Background: an optimization exercise with open tools, aiming at small area. Do not read the settings as production practice.
The RTL was checked by simulation tests, not by an equivalence proof against the original design.
Power is estimated from default activity; no workload was simulated.

==> flow/design.v <==
module notch_step (
    input  wire [55:0] base,
    input  wire [3:0]  c,
    input  wire        cl,
    input  wire        sub,
    input  wire [39:0] y,
    output wire [55:0] s
);
    wire one0 = c[0] ^ cl;
    wire two0 = (c[1] & ~c[0] & ~cl) | (~c[1] & c[0] & cl);
    wire neg0 = c[1] ^ sub;
    wire one1 = c[2] ^ c[1];
    wire two1 = (c[3] & ~c[2] & ~c[1]) | (~c[3] & c[2] & c[1]);
    wire neg1 = c[3] ^ sub;
    wire [40:0] y1 = {y[39], y};
    wire [40:0] y2 = {y, 1'b0};
    wire [40:0] r0 = (({41{one0}} & y1) | ({41{two0}} & y2)) ^ {41{neg0}};
    wire [40:0] r1 = (({41{one1}} & y1) | ({41{two1}} & y2)) ^ {41{neg1}};
    wire [55:0] a  = base;
    wire [42:0] b0 = {~r0[40], r0[40], r0};
    wire [42:0] b1 = {~r1[40], r1[39:0], neg1, neg1};
    wire [55:0] p, g;
    genvar i;
    generate for (i = 0; i < 56; i = i + 1) begin : g_cs
        if (i <= 42) begin : lo
            assign p[i] = a[i] ^ b0[i] ^ b1[i];
            assign g[i] = (a[i] & b0[i]) | (a[i] & b1[i]) | (b0[i] & b1[i]);
        end else begin : hi
            assign p[i] = ~a[i];
            assign g[i] = a[i];
        end
    end endgenerate
    wire [55:0] q = {g[54:0], neg1};
    wire [56:0] cr;
    assign cr[0] = neg0;
    generate for (i = 0; i < 56; i = i + 1) begin : g_rip
        assign s[i] = p[i] ^ q[i] ^ cr[i];
        assign cr[i+1] = (p[i] & q[i]) | (p[i] & cr[i]) | (q[i] & cr[i]);
    end endgenerate
endmodule
module notch_pair (
    input  wire        clk,
    input  wire        rst,
    input  wire        cfg_we,
    input  wire        cfg_sel,
    input  wire        cfg_en,
    input  wire [15:0] cfg_b0,
    input  wire [15:0] cfg_b1,
    input  wire [15:0] cfg_b2,
    input  wire [15:0] cfg_a1,
    input  wire [15:0] cfg_a2,
    input  wire        in_valid,
    output wire        in_ready,
    input  wire [15:0] in_x,
    input  wire        in_bad,
    output reg         out_valid,
    output wire [15:0] out_y,
    output wire        out_sat,
    output wire        out_bad
);
    reg  [159:0] coef;
    reg  [1:0]   en;
    reg  [1:0]   steady;
    reg  [15:0]  xs0, xs1, xs2, xs3;
    reg  [39:0]  ys0, ys1, ys2, ys3;
    reg          ph;
    reg          busy;
    reg          nt;         
    reg  [2:0]   t;          
    reg          st;         
    reg  [1:0]   k;          
    reg  [15:0]  xv;         
    reg          fl;         
    reg          bad;
    reg  [55:0]  acc;
    assign in_ready = ~busy;
    assign out_y    = xv;
    assign out_sat  = fl;
    assign out_bad  = bad;
    wire accept    = in_valid & ~busy;
    wire computing = busy & ~st & (t < 3'd5);
    wire wb1       = busy & (t == 3'd5);    
    wire wb2       = busy & (t == 3'd7);    
    wire fr        = ph ~^ nt;              
    wire en_n     = nt ? en[1] : en[0];
    wire steady_n = nt ? steady[1] : steady[0];
    wire s_x  = (t == 3'd0) | steady_n;
    wire s_x1 = ~steady_n & ((t == 3'd1) | (t == 3'd7));
    wire s_x2 = ~steady_n & (t == 3'd2);
    wire s_y1 = ~steady_n & ((t == 3'd3) | (t == 3'd5));
    wire s_y2 = ~steady_n & (t == 3'd4);
    wire [15:0] xo = ({16{s_x}} & xv) |
                     ({16{s_x1 & fr}} & xs0) | ({16{s_x1 & ~fr}} & xs2) |
                     ({16{s_x2 & fr}} & xs1) | ({16{s_x2 & ~fr}} & xs3);
    wire [39:0] yo = ({40{s_y1 & fr}} & ys0) | ({40{s_y1 & ~fr}} & ys2) |
                     ({40{s_y2 & fr}} & ys1) | ({40{s_y2 & ~fr}} & ys3);
    wire [39:0] yop = yo | {{9{xo[15]}}, xo, 15'd0};
    wire [41:0] rq  = acc[55:14];
    wire        ovf = ~((rq[41] == rq[40]) && (rq[40] == rq[39]));
    wire [39:0] rc  = ovf ? {rq[41], {39{~rq[41]}}} : rq[39:0];
    wire [39:0] rb  = (t == 3'd0) ? 40'd0 : rc;
    wire        sub = (t == 3'd3) | (t == 3'd4);
    wire [55:0] base = (k == 2'd0) ? {{14{rb[39]}}, rb, sub, sub}
                                   : {acc[51:0], sub, sub, sub, sub};
    wire        msel = busy ? nt : cfg_sel;
    wire [79:0] cn = msel ? coef[79:0] : coef[159:80];
    reg  [15:0] cw;
    always @(*) begin
        case (t)
            3'd0:    cw = cn[79:64];
            3'd1:    cw = cn[63:48];
            3'd2:    cw = cn[47:32];
            3'd3:    cw = cn[31:16];
            default: cw = cn[15:0];
        endcase
    end
    wire [16:0] cwx = {cw, 1'b0};
    wire [3:0]  cd  = (k == 2'd0) ? cwx[16:13] : (k == 2'd1) ? cwx[12:9] :
                      (k == 2'd2) ? cwx[8:5] : cwx[4:1];
    wire        cl  = (k == 2'd0) ? cwx[12] : (k == 2'd1) ? cwx[8] :
                      (k == 2'd2) ? cwx[4] : cwx[0];
    wire [55:0] nxt;
    notch_step u_step (.base(base), .c(cd), .cl(cl), .sub(sub), .y(yop), .s(nxt));
    wire [40:0] rnd  = {ys0[39], ys0} + 41'd16384;
    wire [25:0] q    = rnd[40:15];
    wire        q_hi = ~q[25] & (|q[24:15]);
    wire        q_lo = q[25] & ~(&q[24:15]);
    wire [15:0] yq   = q_hi ? 16'h7fff : q_lo ? 16'h8000 : q[15:0];
    wire [79:0] cfg_all = {cfg_b0, cfg_b1, cfg_b2, cfg_a1, cfg_a2};
    wire        en_sel  = cfg_sel ? en[1] : en[0];
    wire        cfg_change = (cfg_en & ~en_sel) | (cfg_all != cn);
    always @(posedge clk) begin
        if (rst | (cfg_we & ~cfg_sel)) coef[159:80] <= cfg_all;
        if (rst | (cfg_we & cfg_sel))  coef[79:0]   <= cfg_all;
        if (rst | (cfg_we & ~cfg_sel)) en[0] <= cfg_en & ~rst;
        if (rst | (cfg_we & cfg_sel))  en[1] <= cfg_en & ~rst;
        acc <= nxt;
        ys0 <= ys2;
        ys1 <= ys3;
        ys2 <= wb1 ? rc : ys0;
        ys3 <= wb1 ? yop : ys1;
        xs0 <= xs2;
        xs1 <= xs3;
        xs2 <= wb2 ? xv : xs0;
        xs3 <= wb2 ? yop[30:15] : xs1;
        ph  <= ~ph & ~rst;
        if (rst) begin
            steady    <= 2'b11;
            busy      <= 1'b0;
            out_valid <= 1'b0;
        end else begin
            out_valid <= 1'b0;
            if (accept) begin
                xv  <= in_bad ? 16'd0 : in_x;
                fl  <= 1'b0;
                bad <= in_bad;
                nt  <= 1'b0;
                t   <= 3'd0;
                k   <= 2'd0;
                st  <= ~ph;          
                if (in_bad) begin
                    steady    <= 2'b11;
                    out_valid <= 1'b1;
                end else begin
                    busy <= 1'b1;
                end
            end
            if (st)
                st <= 1'b0;
            if (computing) begin
                if (t == 3'd4 && k == 2'd0 && en_n)
                    fl <= fl | ovf;
                k <= k + 2'd1;
                if (k == 2'd3)
                    t <= t + 3'd1;
            end
            if (wb1) begin
                if (en_n)
                    fl <= fl | ovf;
                t <= 3'd6;
            end
            if (busy & (t == 3'd6))
                t <= 3'd7;
            if (wb2) begin
                if (en_n) begin
                    xv <= yq;
                    fl <= fl | q_hi | q_lo;
                end
                steady[nt] <= 1'b0;
                t  <= 3'd0;
                nt <= 1'b1;
                if (nt) begin
                    busy      <= 1'b0;
                    out_valid <= 1'b1;
                end
            end
            if (cfg_we) begin
                if (cfg_change)
                    steady[cfg_sel] <= 1'b1;
            end
        end
    end
endmodule
Settings: LEC_CHECK=0, ABC_CLOCK_PERIOD_IN_PS=75000, CAP_MARGIN=0, CORE_MARGIN=2, CORE_UTILIZATION=65, SLEW_MARGIN=0; clock period 75.0 ns.
standard.sh (not shown) runs the stock make flow with config.mk's settings and CLKGATE_MAP_FILE= SYNTH_SCRIPT=/design/flow/synth_recipe.tcl, a recipe that flattens the netlist after the stock synthesis.
==> flow/flow/run.sh <==
#!/bin/bash
# The standard layout (the standard.sh, ORFS), with three changes to how
# it is made:
#  - synthesis maps logic with an area-oriented abc script (synth.tcl, area.abc);
#  - ports are buffered with the smallest buffer (buf_1) instead of a delay cell;
#  - clock tree: sink clusters of up to 24 flip-flops on clkbuf_16, no dummy loads.
# Each step's full output is in orfs/logs; make's output in standard_finish.log.
set -euo pipefail
export NOTCH_ABC_SCRIPT=$PWD/flow/area.abc
CTS="-sink_clustering_enable -repair_clock_nets -dont_use_dummy_load"
CTS="$CTS -sink_clustering_size 28 -sink_clustering_max_diameter 120"
CTS="$CTS -buf_list {sky130_fd_sc_hd__clkbuf_16}"
bash standard.sh \
  "SYNTH_SCRIPT=$PWD/flow/synth.tcl" \
  "BUFFER_PORTS_ARGS=-buffer_cell sky130_fd_sc_hd__buf_1" \
  "CTS_ARGS=$CTS" \
  finish > standard_finish.log 2>&1
==> flow/flow/area.abc <==
&get -n
&st
&dch
&nf -a -R 1000
&put
topo
dnsize -c
==> flow/flow/synth.tcl <==
# The standard synthesis (synth_recipe.tcl), with one change: abc maps the
# logic with an area-oriented script (area.abc) instead of ORFS's speed script.
# Registers, their names and cell types are untouched by abc.
proc synth {args} { yosys synth -nofsm -noshare {*}$args }
proc abc {args} {
  set i [lsearch -exact $args -script]
  if { $i >= 0 } {
    set args [lreplace $args [expr {$i + 1}] [expr {$i + 1}] $::env(NOTCH_ABC_SCRIPT)]
  }
  yosys abc {*}$args
}
source $::env(SCRIPTS_DIR)/synth.tcl
# left out here: clear keep_hierarchy, flatten, clean up, hide names made inside functions, write 1_2_yosys.v
The first run finished clean.
Then changed:
--- a/flow/flow/run.sh
+++ b/flow/flow/run.sh
@@ -11 +11 @@
-CTS="$CTS -sink_clustering_size 28 -sink_clustering_max_diameter 120"
+CTS="$CTS -sink_clustering_size 24 -sink_clustering_max_diameter 120"
CORE_UTILIZATION = 70   (was 65)
=> Maximum frequency stays flat. Clock power is higher by a little under a tenth. Routed wire length is higher slightly. Via count is higher by a few percent. Critical path depth is unchanged. Power is higher slightly. Global-route usage is higher by 2.6 points.

-- re-timing with driven ports --
No port has a modelled driver above. Below, the same layouts with a new extraction and two added sets of constraints. Step 1 (the two cells are an assumption about what drives the block):
set clk [get_ports {clk}]
set_driving_cell -lib_cell sky130_fd_sc_hd__clkbuf_16 $clk
set_driving_cell -lib_cell sky130_fd_sc_hd__buf_2 [delete_from_list [all_inputs] $clk]
Step 2 times the ports against the registers' clock, not the clock port: input delays grow and output delays shrink by t, the midpoint of the rising clock arrivals with the driver on. Three values: ideal ports, drivers, drivers and shift; two values: the first two.
| run | t, ns | setup slack, ns | worst setup path at the end | pins driven straight from the clock port |
|---|---|---|---|---|
| the first run | 0.593 | 33.655 / 33.688 / 33.095 | input to register | 1 |
| the second run | 0.592 | 33.765 / 33.798 / 33.206 | input to register | 1 |
After both steps every run listed still meets setup and hold. For the first run, which loses most, drivers alone change the setup slack by +0.033 ns; drivers and shift together by -0.560 ns.
